This design comes from an exercise in tuning for small area and a short achievable clock period on the open sky130 flow, not from production work.
Where RTL was checked, it was by simulation tests only, not by an equivalence proof against the original.

==> maple: inputs <==
## convout4
module convout4 (
    input  wire         clk,
    input  wire         rst,           
    input  wire         in_valid,
    input  wire [7:0]   in_fmt,
    input  wire [2:0]   in_round,
    input  wire         in_sat,
    input  wire         in_internal,
    input  wire [127:0] in_x,          
    input  wire         seed_load,
    input  wire [31:0]  seed,
    output reg          out_valid,
    output reg  [127:0] out_y,
    output reg  [3:0]   out_sat,
    output reg  [3:0]   out_nan,
    output reg  [3:0]   out_inf,
    output reg  [31:0]  lfsr_state
);
    localparam LANES = 4;
    wire [31:0] g = lfsr_state;
    wire [123:0] p;
    wire [15:0] g16, g32, g48;
    wire [31:0] g64;
    assign p[0] = g[1] ^ g[12];
    assign p[1] = g[0] ^ g[11];
    assign p[2] = g[2] ^ g[5];
    assign p[3] = g[21] ^ g[27];
    assign p[4] = g[16] ^ g[22];
    assign p[5] = g[3] ^ g[6];
    assign p[6] = g[18] ^ g[24];
    assign p[7] = g[23] ^ g[29];
    assign p[8] = g[7] ^ g[13];
    assign p[9] = g[19] ^ g[25];
    assign p[10] = g[8] ^ g[14];
    assign p[11] = g[4] ^ g[10];
    assign p[12] = g[9] ^ g[15];
    assign p[13] = g[20] ^ g[26];
    assign p[14] = g[17] ^ g[28];
    assign p[15] = g[30] ^ p[6];
    assign p[16] = g[31] ^ p[9];
    assign p[17] = p[1] ^ p[7];
    assign p[18] = p[8] ^ p[11];
    assign p[19] = p[2] ^ p[4];
    assign p[20] = p[5] ^ p[12];
    assign p[21] = p[3] ^ p[15];
    assign p[22] = p[10] ^ p[13];
    assign p[23] = p[0] ^ p[18];
    assign p[24] = p[14] ^ p[16];
    assign p[25] = p[0] ^ p[20];
    assign p[26] = p[1] ^ p[10];
    assign p[27] = p[17] ^ p[22];
    assign p[28] = g[24] ^ g[30];
    assign p[29] = g[5] ^ p[4];
    assign p[30] = g[28] ^ p[16];
    assign p[31] = g[10] ^ p[3];
    assign p[32] = g[4] ^ g[7];
    assign p[33] = g[9] ^ p[5];
    assign p[34] = g[12] ^ p[20];
    assign p[35] = g[6] ^ p[8];
    assign p[36] = g[2] ^ p[23];
    assign p[37] = g[17] ^ p[2];
    assign p[38] = g[14] ^ p[13];
    assign p[39] = g[3] ^ p[19];
  ...
clock: 32.0 ns
lec_check: 0
abc_area: 1
cap_margin: 10
core_margin: 2
core_utilization: 55
setup_slack_margin: 1.5
slew_margin: 10
synth_memory_max_bits: 16384
standard.sh (not shown) runs the stock make flow with config.mk's settings and CLKGATE_MAP_FILE= SYNTH_SCRIPT=/design/flow/synth_recipe.tcl, a recipe that flattens the netlist after the stock synthesis.
==> flow/flow/run.sh <==
#!/bin/bash
# The standard layout (standard.sh) with two changes to how it is made:
#  - synthesis is the standard one (synth_recipe.tcl, ORFS synth.tcl) except
#    that ABC maps the logic with flow/abc.script, an area-oriented script
#    (registers, their names and cells are untouched: ABC sees only the
#    combinational logic);
#  - the timing repair aims at a shorter cycle (larger setup margin), repairs
#    only the worst few percent of endpoints, may change a cell's footprint,
#    and the ports are buffered with buf_2 instead of the default delay buffer;
#  - clock tree: sink clusters of up to 24 within 80 um, clkbuf_8/16, no dummy
#    loads;
#  - after CTS, flow/post_cts.tcl gives each output port's buffer and the
#    register driving it the largest drive of their own cell type.
# The clock, its period and the constraints are the design's. make's full
# output goes to make_finish.log here; ORFS keeps each step's log in orfs/logs.
set -euo pipefail
W=$PWD
export MY_ABC_SCRIPT=$W/flow/abc.script
sed 's#source \$::env(SCRIPTS_DIR)/synth_preamble.tcl#&\nset abc_args [lreplace $abc_args 1 1 $::env(MY_ABC_SCRIPT)]#' \
  "$FLOW_HOME/scripts/synth.tcl" > $W/synth_mod.tcl
grep -q MY_ABC_SCRIPT $W/synth_mod.tcl
sed "s#source \$::env(SCRIPTS_DIR)/synth.tcl#source $W/synth_mod.tcl#" $W/synth_recipe.tcl > $W/synth_recipe_mod.tcl
grep -q synth_mod.tcl $W/synth_recipe_mod.tcl
bash standard.sh SYNTH_SCRIPT=$W/synth_recipe_mod.tcl SETUP_SLACK_MARGIN=${MARGIN:-24.45} TNS_END_PERCENT=5 \
  MATCH_CELL_FOOTPRINT=0 "BUFFER_PORTS_ARGS=-buffer_cell sky130_fd_sc_hd__buf_2" "CTS_ARGS=-sink_clustering_enable -repair_clock_nets -sink_clustering_size 24 -sink_clustering_max_diameter 80 -dont_use_dummy_load -buf_list {sky130_fd_sc_hd__clkbuf_8 sky130_fd_sc_hd__clkbuf_16}" finish > make_finish.log 2>&1
==> flow/flow/abc.script <==
strash
dch
amap
topo
stime -c
buffer -c
upsize -c
dnsize -c
==> harbor (differences from maple) <==
--- a/flow/design.v
+++ b/flow/design.v
@@ -14,28 +14,28 @@
     assign s = x[31];
     wire [7:0]  fe     = x[30:23];
     wire [22:0] fm     = x[22:0];
     wire        hid    = |fe;
     wire        fe_ff  = &fe;
     assign nan         = !internal && fe_ff && (|fm);
     wire        isinf  = !internal && fe_ff && !(|fm);
     wire [7:0]  fe1    = {fe[7:1], fe[0] | !hid};         
-    wire [31:0] oc = {1'b0, x[30:0]};
-    reg  [31:0] pand;
+    reg  [31:0] por;
     integer k, l;
     always @(*) begin
-        pand = oc;
+        por = x;
         for (l = 0; l < 5; l = l + 1)
             for (k = 0; k < 32; k = k + 1)
                 if (k[l])
-                    pand[k] = pand[k] & pand[((k >> (l + 1)) << (l + 1)) + (1 << l) - 1];
+                    por[k] = por[k] | por[((k >> (l + 1)) << (l + 1)) + (1 << l) - 1];
     end
-    wire [31:0] imag = oc ^ ({32{s}} & {pand[30:0], 1'b1});
-    wire        pw = s && !(|(oc[31:1] & ~oc[30:0]));
+    wire [31:0] imag = x ^ ({32{s}} & {por[30:0], 1'b0});
+    wire [31:0] oc = x ^ {32{s}};
+    wire        pw = s && !(|(~x[31:1] & x[30:0]));
     reg  [5:0]  lzo;                                             
     reg  [15:0] z1; reg [7:0] z2; reg [3:0] z3; reg [1:0] z4;    
     reg  [15:0] c1; reg [15:0] c2; reg [11:0] c3; reg [7:0] c4;  
     always @(*) begin
         for (k = 0; k < 16; k = k + 1) begin
             z1[k] = !(oc[2*k+1] | oc[2*k]);
             c1[k] = !oc[2*k+1];
         end
@@ -50,16 +50,23 @@
         for (k = 0; k < 2; k = k + 1) begin
             z4[k] = z3[2*k+1] & z3[2*k];
             c4[4*k +: 4] = z3[2*k+1] ? {1'b1, c3[6*k +: 3]} : {1'b0, c3[6*k+3 +: 3]};
         end
         lzo = (z4[1] & z4[0]) ? 6'd32 : z4[1] ? {2'b01, c4[3:0]} : {2'b00, c4[7:4]};
     end
     wire izero = !(|x);
     wire [31:0] src  = internal ? imag : {hid, fm, 8'd0};
+    wire [31:0] tsrc = internal ? x : {hid, fm, 8'd0};
+    reg  [5:0]  tz;
+    always @(*) begin
+        tz = 6'd63;
+        for (k = 31; k >= 0; k = k - 1)
+            if (tsrc[k]) tz = k[5:0];
+    end
     wire        narrow = fp16 | e4m3 | e5m2;
     wire [6:0]  cm   = f32 ? 7'd31 : bf16 ? 7'd47 : fp16 ? 7'd44 : e4m3 ? 7'd51 : 7'd52;
     wire [7:0]  cf   = fp16 ? 8'd157 : e4m3 ? 8'd172 : 8'd165;
     wire        fsub = narrow && fe1 <= (e4m3 ? 8'd120 : 8'd112);     
     wire        big  = fe1 > 8'd158;
     wire        use_fe = !internal && (is_int || fsub);
     wire        use_lz = internal && !is_int;
     wire [7:0]  tc   = use_fe ? (is_int ? 8'd182 : cf + 8'd1) :
@@ -82,38 +89,25 @@
     wire [70:0] v3 = t[2] ? (v2 >> 4)  : v2;
     wire [70:0] v4 = t[3] ? (v3 >> 8)  : v3;
     wire [70:0] v5 = t[4] ? (v4 >> 16) : v4;
     wire [70:0] v6 = t[5] ? (v5 >> 32) : v5;
     wire [70:0] vs = t[6] ? (v6 >> 64) : v6;
     wire [31:0] rq  = vs[47:16];
     wire [15:0] d   = vs[15:0];
     wire half  = d[15];
-    wire stk = (t[0] & v0[0]) | (t[1] & (|v1[1:0])) | (t[2] & (|v2[3:0])) | (t[3] & (|v3[7:0])) |
-               (t[4] & (|v4[15:0])) | (t[5] & (|v5[31:0])) | (t[6] & (|v6[63:0]));
-    wire rest  = stk | (|d[14:0]);                      
-    reg [15:0] gg, pp; integer q, w;
-    reg c5;
-    always @(*) begin
-        gg = d & u; pp = d | u;
-        for (w = 0; w < 4; w = w + 1)
-            for (q = 0; q < 16; q = q + 1)
-                if (q[w]) begin
-                    gg[q] = gg[q] | (pp[q] & gg[((q >> (w + 1)) << (w + 1)) + (1 << w) - 1]);
-                    pp[q] = pp[q] & pp[((q >> (w + 1)) << (w + 1)) + (1 << w) - 1];
-                end
-        c5 = gg[15];
-    end
+    wire rest  = !tz[5] && {1'b0, tz} + 7'd25 <= t;    
+    wire [16:0] dsum = {1'b0, d} + {1'b0, u};
     always @(*) begin
         case (rnd)
             3'd0: up = half & (rest | rq[0]);
             3'd1: up = half;
             3'd3: up = (half | rest) & ~s;
             3'd4: up = (half | rest) & s;
-            3'd5: up = c5;
+            3'd5: up = dsum[16];
             default: up = 1'b0;
         endcase
     end
     wire [31:0] keep = is_int ? 32'hFFFF_FFFF : f32 ? 32'h007F_FFFF : bf16 ? 32'h7F :
                        fp16 ? 32'h3FF : e4m3 ? 32'h7 : 32'h3;
     wire [31:0] bsh  = ({32{f32}}  & {1'b0, be, 23'd0}) | ({32{bf16}} & {17'd0, be, 7'd0}) |
                        ({32{fp16}} & {14'd0, be, 10'd0}) | ({32{e4m3}} & {21'd0, be, 3'd0}) |
                        ({32{e5m2}} & {22'd0, be, 2'd0});
@@ -439,28 +433,25 @@
         if (rst)
             lfsr_state <= 32'h0000_0001;
         else if (seed_load)
             lfsr_state <= seed;
         else if (draw)
             lfsr_state <= g64;
     end
     reg          v1;
-    integer      k;
-    reg  [127:0] x1;            
+    reg  [127:0] x1;
     reg          fi1;           
     reg  [2:0]   fc1;           
     reg  [2:0]   rnd1;
     reg          sat1, int1;
     reg  [63:0]  u1;            
     always @(posedge clk) begin
         v1   <= in_valid && !rst;
-        for (k = 0; k < LANES; k = k + 1)
-            x1[32*k +: 32] <= in_internal ? {in_x[32*k+31], in_x[32*k +: 31] ^ {31{in_x[32*k+31]}}}
-                                          : in_x[32*k +: 32];
+        x1   <= in_x;
         fi1  <= in_fmt[4];
         fc1  <= in_fmt[2:0];
         rnd1 <= in_round;
         sat1 <= in_sat;
         int1 <= in_internal;
         u1   <= {g64[15:0], g48, g32, g16};
     end
     wire a_f32  = !fi1 && fc1 == 3'd1;
CAP_MARGIN = 20   (was 10)
CORE_UTILIZATION = 40   (was 55)
SLEW_MARGIN = 20   (was 10)
==> sierra (differences from maple) <==
--- a/flow/design.v
+++ b/flow/design.v
@@ -14,28 +14,28 @@
     assign s = x[31];
     wire [7:0]  fe     = x[30:23];
     wire [22:0] fm     = x[22:0];
     wire        hid    = |fe;
     wire        fe_ff  = &fe;
     assign nan         = !internal && fe_ff && (|fm);
     wire        isinf  = !internal && fe_ff && !(|fm);
     wire [7:0]  fe1    = {fe[7:1], fe[0] | !hid};         
-    wire [31:0] oc = {1'b0, x[30:0]};
-    reg  [31:0] pand;
+    reg  [31:0] por;
     integer k, l;
     always @(*) begin
-        pand = oc;
+        por = x;
         for (l = 0; l < 5; l = l + 1)
             for (k = 0; k < 32; k = k + 1)
                 if (k[l])
-                    pand[k] = pand[k] & pand[((k >> (l + 1)) << (l + 1)) + (1 << l) - 1];
+                    por[k] = por[k] | por[((k >> (l + 1)) << (l + 1)) + (1 << l) - 1];
     end
-    wire [31:0] imag = oc ^ ({32{s}} & {pand[30:0], 1'b1});
-    wire        pw = s && !(|(oc[31:1] & ~oc[30:0]));
+    wire [31:0] imag = x ^ ({32{s}} & {por[30:0], 1'b0});
+    wire [31:0] oc = x ^ {32{s}};
+    wire        pw = s && !(|(~x[31:1] & x[30:0]));
     reg  [5:0]  lzo;                                             
     reg  [15:0] z1; reg [7:0] z2; reg [3:0] z3; reg [1:0] z4;    
     reg  [15:0] c1; reg [15:0] c2; reg [11:0] c3; reg [7:0] c4;  
     always @(*) begin
         for (k = 0; k < 16; k = k + 1) begin
             z1[k] = !(oc[2*k+1] | oc[2*k]);
             c1[k] = !oc[2*k+1];
         end
@@ -439,28 +439,25 @@
         if (rst)
             lfsr_state <= 32'h0000_0001;
         else if (seed_load)
             lfsr_state <= seed;
         else if (draw)
             lfsr_state <= g64;
     end
     reg          v1;
-    integer      k;
-    reg  [127:0] x1;            
+    reg  [127:0] x1;
     reg          fi1;           
     reg  [2:0]   fc1;           
     reg  [2:0]   rnd1;
     reg          sat1, int1;
     reg  [63:0]  u1;            
     always @(posedge clk) begin
         v1   <= in_valid && !rst;
-        for (k = 0; k < LANES; k = k + 1)
-            x1[32*k +: 32] <= in_internal ? {in_x[32*k+31], in_x[32*k +: 31] ^ {31{in_x[32*k+31]}}}
-                                          : in_x[32*k +: 32];
+        x1   <= in_x;
         fi1  <= in_fmt[4];
         fc1  <= in_fmt[2:0];
         rnd1 <= in_round;
         sat1 <= in_sat;
         int1 <= in_internal;
         u1   <= {g64[15:0], g48, g32, g16};
     end
     wire a_f32  = !fi1 && fc1 == 3'd1;
CAP_MARGIN = 20   (was 10)
SLEW_MARGIN = 20   (was 10)
==> results.tsv <==
stage	metric	value	unit
clock_tree	post_cts_buffers	27	
placed_design	placed_cell_area	0.0487	mm2
flow_run	drv_cap	0	
floorplanning	core_area	0.113	mm2
timing	max_slew_margin	0.202	
timing	whs	335	ps
synth	synth_cells	6713	
worst_setup_path	rrSetupSlack	24680	ps
synth	synth_xor_area_frac	0.00173	
detailed_routing	wl_met3	16.2	mm
detailed_routing	routed_via_density	6.35	
timing	fin_crit	7620	ps
worst_setup_path	crit_end	lfsr_state[16]	
detailed_routing	dr.pass1.iters	6	
worst_setup_path	cp.arrival	1220	ps
global_routing	grt_pass1_wl	311	mm
synth	ys_types	82	
floorplanning	taps	1500	
finish	clkbuf_count	38	
status	status	finished clean	
-- figures above: harbor

==> results.tsv <==
stage	metric	value	unit
finish	final_cell_mix	1166 x nor2_1, 577 x o22ai_1, 549 x nand2_1	
global_routing	grt_pass1_wl	276	mm
floorplanning	core_area	0.0789	mm2
floorplanning	taps	1050	
clock_tree	post_cts_buffers	29	
worst_setup_path	crit_end	lfsr_state[17]	
placed_design	placed_cell_area	0.0461	mm2
detailed_routing	wl_met3	20.4	mm
finish	clkbuf_count	34	
worst_setup_path	cp.arrival	1370	ps
status	status	finished clean	
synth	synth_cells	6577	
detailed_routing	dr.pass1.iters	9	
timing	fin_crit	7770	ps
worst_setup_path	rrSetupSlack	24470	ps
synth	ys_types	82	
timing	report.final.slew_viol_count	0	
worst_setup_path	r2r-start	fc2[2]$_DFF_P_	
-- figures above: maple

==> results.tsv <==
stage	metric	value	unit
status	status	finished with violations	
status	failed_checks	capacitance limit	
worst_setup_path	cp.arrival	1230	ps
global_routing	grt_pass1_wl	279	mm
detailed_routing	wl_met3	19.5	mm
floorplanning	taps	1050	
detailed_routing	dr.pass1.iters	12	
clock_tree	post_cts_buffers	35	
worst_setup_path	rrSetupSlack	24600	ps
flow_run	drv_cap	1	
timing	whs	340	ps
floorplanning	core_area	0.0790	mm2
timing	max_slew_margin	0.00864	
synth	synth_xor_area_frac	0.00180	
detailed_routing	routed_via_density	6.91	
-- figures above: sierra

For harbor and sierra, only the layout was checked, not whether the RTL still works.


==> run a: inputs <==
Another version of the RTL of convout4 (not shown whole).
==> module convout_lane_b, before the edit <==
module convout_lane_b (
    input  wire [31:0] a,
    input  wire        up, s, nan, infbig,
    input  wire        f32, bf16, fp16, e4m3, e5m2,    
    input  wire        i32, i16, i8, u8, i4, u4,       
    input  wire        internal,
    input  wire        sat,
    input  wire        rz,         
    input  wire        rp,         
    input  wire        rm,         
    output reg  [31:0] y,          
    output reg         f_sat,
    output reg         f_nan,
    output reg         f_inf
);
    wire        is_int = i32 | i16 | i8 | u8 | i4 | u4;
    wire        inv = is_int & s;
    wire [33:0] ai  = {2'd0, a} ^ {34{inv}};
    reg  [33:0] c;
    reg         blk;
    integer k;
    always @(*) begin
        blk = up ^ inv;
        for (k = 0; k < 34; k = k + 1) begin
            if (k % 9 == 0)
                c[k] = blk;
            else
                c[k] = c[k-1] & ai[k-1];
            if (k % 9 == 8)
                blk = blk & (&ai[k-8 +: 9]);
        end
    end
    wire [33:0] r   = ai ^ c[33:0];
    wire [31:0] ym  = r[31:0];
    wire ovf = f32  ? (&ym[30:23]) :
               bf16 ? (&ym[14:7]) :
               fp16 ? ((|ym[17:15]) | (&ym[14:10])) :
               e4m3 ? ((|ym[10:7]) | (&ym[6:0])) :
                      ((|ym[9:7]) | (&ym[6:2]));
    wire [31:0] sgnb  = f32 ? {s, 31'd0} : (bf16 | fp16) ? {16'd0, s, 15'd0} : {24'd0, s, 7'd0};
    wire [31:0] canon = f32 ? 32'h7FC0_0000 : bf16 ? 32'h7FC0 : fp16 ? 32'h7E00 : e4m3 ? 32'h7F : 32'h7E;
    wire [31:0] maxb  = f32 ? 32'h7F7F_FFFF : bf16 ? 32'h7F7F : fp16 ? 32'h7BFF : e4m3 ? 32'h7E : 32'h7B;
    wire [31:0] infb  = f32 ? 32'h7F80_0000 : bf16 ? 32'h7F80 : fp16 ? 32'h7C00 : 32'h7C;
    wire        satc  = sat || rz || (rp && s) || (rm && !s);
    wire ovi = i32 ? (r[33:31] != 3'b000 && r[33:31] != 3'b111) :
               i16 ? (r[33:15] != 19'd0 && r[33:15] != {19{1'b1}}) :
               i8  ? (r[33:7]  != 27'd0 && r[33:7]  != {27{1'b1}}) :
               u8  ? (r[33:8]  != 26'd0) :
               i4  ? (r[33:3]  != 31'd0 && r[33:3]  != {31{1'b1}}) :
                     (r[33:4]  != 30'd0);
    wire [31:0] imask = i32 ? 32'hFFFF_FFFF : i16 ? 32'hFFFF : (i8 | u8) ? 32'hFF : 32'hF;
    wire [31:0] ilo = i32 ? 32'h8000_0000 : i16 ? 32'h8000 : i8 ? 32'h80 : i4 ? 32'h8 : 32'h0;
    wire [31:0] ihi = i32 ? 32'h7FFF_FFFF : i16 ? 32'h7FFF : i8 ? 32'h7F : u8 ? 32'hFF : i4 ? 32'h7 : 32'hF;
    always @(*) begin
        y = 32'd0; f_sat = 1'b0; f_nan = 1'b0; f_inf = 1'b0;
        if (is_int) begin
            if (nan) begin
                y = 32'd0; f_sat = 1'b1;
            end else if (infbig || ((!internal || sat) && ovi)) begin
                y = s ? ilo : ihi; f_sat = 1'b1;
            end else begin
                y = r[31:0] & imask;
            end
        end else begin
            if (nan) begin
                y = canon; f_nan = 1'b1;
            end else if (infbig || ovf) begin
                if (e4m3) begin
                    if (sat) begin y = sgnb | maxb; f_sat = 1'b1; end
                    else     begin y = canon; f_sat = 1'b1; f_nan = 1'b1; end
                end else if (!infbig && satc) begin
                    y = sgnb | maxb; f_sat = 1'b1;
                end else begin
                    y = sgnb | infb; f_inf = 1'b1;
                end
            end else begin
                y = sgnb | ym;
            end
        end
    end
endmodule
==> flow/config.mk <==
export PLATFORM = sky130hd
export DESIGN_NAME = convout4
export DESIGN_NICKNAME = convout4
export VERILOG_FILES = /design/flow/design.v
export SDC_FILE = /design/flow/constraint.sdc
export NUM_CORES = 8
export LEC_CHECK = 0
export ABC_AREA = 1
export CAP_MARGIN = 20
export CORE_MARGIN = 2
export CORE_UTILIZATION = 40
export SETUP_SLACK_MARGIN = 1.5
export SLEW_MARGIN = 20
export SYNTH_MEMORY_MAX_BITS = 16384
==> flow/constraint.sdc <==
create_clock -name core_clock -period 32.0 [get_ports {clk}]
set_input_delay 6.4000 -clock core_clock [delete_from_list [all_inputs] [get_ports {clk}]]
set_output_delay 6.4000 -clock core_clock [all_outputs]
set_load 0.01 [all_outputs]
==> flow/flow/run.sh <==
#!/bin/bash
# The standard layout (standard.sh) with two changes to how it is made:
#  - synthesis is the standard one (synth_recipe.tcl, ORFS synth.tcl) except
#    that ABC maps the logic with flow/abc.script, an area-oriented script
#    (registers, their names and cells are untouched: ABC sees only the
#    combinational logic);
#  - the timing repair aims at a shorter cycle (larger setup margin), repairs
#    only the worst few percent of endpoints, may change a cell's footprint,
#    and the ports are buffered with buf_2 instead of the default delay buffer.
# The clock, its period and the constraints are the design's. make's full
# output goes to make_finish.log here; ORFS keeps each step's log in orfs/logs.
set -euo pipefail
W=$PWD
export MY_ABC_SCRIPT=$W/flow/abc.script
sed 's#source \$::env(SCRIPTS_DIR)/synth_preamble.tcl#&\nset abc_args [lreplace $abc_args 1 1 $::env(MY_ABC_SCRIPT)]#' \
  "$FLOW_HOME/scripts/synth.tcl" > $W/synth_mod.tcl
grep -q MY_ABC_SCRIPT $W/synth_mod.tcl
sed "s#source \$::env(SCRIPTS_DIR)/synth.tcl#source $W/synth_mod.tcl#" $W/synth_recipe.tcl > $W/synth_recipe_mod.tcl
grep -q synth_mod.tcl $W/synth_recipe_mod.tcl
bash standard.sh SYNTH_SCRIPT=$W/synth_recipe_mod.tcl SETUP_SLACK_MARGIN=${MARGIN:-24.45} TNS_END_PERCENT=5 \
  MATCH_CELL_FOOTPRINT=0 "BUFFER_PORTS_ARGS=-buffer_cell sky130_fd_sc_hd__buf_2" "CTS_ARGS=-sink_clustering_enable -repair_clock_nets -sink_clustering_size 24 -sink_clustering_max_diameter 80 -dont_use_dummy_load -buf_list {sky130_fd_sc_hd__clkbuf_8 sky130_fd_sc_hd__clkbuf_16}" finish > make_finish.log 2>&1
Scripts as last shown in full above: flow/flow/abc.script
==> run b: changes against run a <==
--- a/flow/design.v
+++ b/flow/design.v
@@ -132,19 +132,16 @@
     wire        is_int = i32 | i16 | i8 | u8 | i4 | u4;
     wire        inv = is_int & s;
     wire [33:0] ai  = {2'd0, a} ^ {34{inv}};
+    reg  [33:0] pa;
     reg  [33:0] c;
-    reg         blk;
-    integer k;
+    integer k, l;
     always @(*) begin
-        blk = up ^ inv;
-        for (k = 0; k < 34; k = k + 1) begin
-            if (k % 9 == 0)
-                c[k] = blk;
-            else
-                c[k] = c[k-1] & ai[k-1];
-            if (k % 9 == 8)
-                blk = blk & (&ai[k-8 +: 9]);
-        end
+        pa = ai;
+        for (l = 0; l < 6; l = l + 1)
+            for (k = 0; k < 34; k = k + 1)
+                if (k[l])
+                    pa[k] = pa[k] & pa[((k >> (l + 1)) << (l + 1)) + (1 << l) - 1];
+        c = {pa[32:0], 1'b1} & {34{up ^ inv}};
     end
     wire [33:0] r   = ai ^ c[33:0];
     wire [31:0] ym  = r[31:0];
==> flow/flow/run.sh (replaced) <==
#!/bin/bash
set -euo pipefail
bash standard.sh SETUP_SLACK_MARGIN=${MARGIN:-24} TNS_END_PERCENT=5 MATCH_CELL_FOOTPRINT=0 \
  "BUFFER_PORTS_ARGS=-buffer_cell sky130_fd_sc_hd__buf_2" finish > make_finish.log 2>&1
removed: flow/flow/abc.script
==> run c: changes against run a <==
==> flow/flow/run.sh (replaced) <==
#!/bin/bash
set -euo pipefail
bash standard.sh SETUP_SLACK_MARGIN=${MARGIN:-25} TNS_END_PERCENT=5 MATCH_CELL_FOOTPRINT=0 \
  "BUFFER_PORTS_ARGS=-buffer_cell sky130_fd_sc_hd__buf_2" finish > make_finish.log 2>&1
CORE_UTILIZATION = 55   (was 40)
removed: flow/flow/abc.script
==> run d: changes against run a <==
--- a/flow/flow/run.sh
+++ b/flow/flow/run.sh
@@ -17,5 +17,5 @@
 grep -q MY_ABC_SCRIPT $W/synth_mod.tcl
 sed "s#source \$::env(SCRIPTS_DIR)/synth.tcl#source $W/synth_mod.tcl#" $W/synth_recipe.tcl > $W/synth_recipe_mod.tcl
 grep -q synth_mod.tcl $W/synth_recipe_mod.tcl
-bash standard.sh SYNTH_SCRIPT=$W/synth_recipe_mod.tcl SETUP_SLACK_MARGIN=${MARGIN:-24.45} TNS_END_PERCENT=5 \
-  MATCH_CELL_FOOTPRINT=0 "BUFFER_PORTS_ARGS=-buffer_cell sky130_fd_sc_hd__buf_2" "CTS_ARGS=-sink_clustering_enable -repair_clock_nets -sink_clustering_size 24 -sink_clustering_max_diameter 80 -dont_use_dummy_load -buf_list {sky130_fd_sc_hd__clkbuf_8 sky130_fd_sc_hd__clkbuf_16}" finish > make_finish.log 2>&1
+bash standard.sh SYNTH_SCRIPT=$W/synth_recipe_mod.tcl SETUP_SLACK_MARGIN=${MARGIN:-25} TNS_END_PERCENT=5 \
+  MATCH_CELL_FOOTPRINT=0 "BUFFER_PORTS_ARGS=-buffer_cell sky130_fd_sc_hd__buf_2" finish > make_finish.log 2>&1
==> summary of the runs <==
Run b finished clean. Run d went through all stages and came out clean. Run a produced a clean layout. Run c produced a clean layout.
Core utilization: run b < run a < run d < run c.
Against run a, the clock skew of run c is lower by 0.074 ns.
Of run b and run a, run b has the higher via count (gap 11%, measured against run a).
Clock-buffer cell count: run a is lower than run c (32).
No functional check of the RTL was part of run b.

[separate check: timing with driven ports]
Ports are ideal in the flow. The routed layouts listed here were re-timed in OpenROAD.
Step 1 (the two cells are an assumption about what drives the block):
set clk [get_ports {clk}]
set_driving_cell -lib_cell sky130_fd_sc_hd__clkbuf_16 $clk
set_driving_cell -lib_cell sky130_fd_sc_hd__buf_2 [delete_from_list [all_inputs] $clk]
Step 2 also shifts input and output timing later by t, the mid clock arrival at the registers, as if the neighbouring blocks saw the same clock.
a / b / c = ideal / step 1 / step 2; a / b = the first two.
run | shift t [ns] | slack for setup (ns) | worst setup path after step 2 | slew at the worst register clock pin (ns)
maple | 0.654 | 24.226 / 24.152 / 23.838 | input to register | 0.10 / 0.10
harbor | 0.711 | 24.378 / 24.294 / 23.749 | input to register | 0.09 / 0.09
sierra | 0.681 | 24.374 / 24.296 / 23.997 | input to register | 0.10 / 0.10
run a | 0.688 | 24.297 / 24.219 / 23.805 | input to register | 0.09 / 0.09
run b | 0.775 | 24.054 / 23.976 / 24.110 | input to register | 0.07 / 0.07
run c | 0.750 | 24.441 / 24.366 / 23.928 | input to register | 0.08 / 0.08
run d | 0.783 | 24.293 / 24.213 / 24.241 | input to register | 0.09 / 0.09
The setup slack of harbor, which loses most, moves by -0.084 ns with the drivers and by -0.629 ns with both steps.
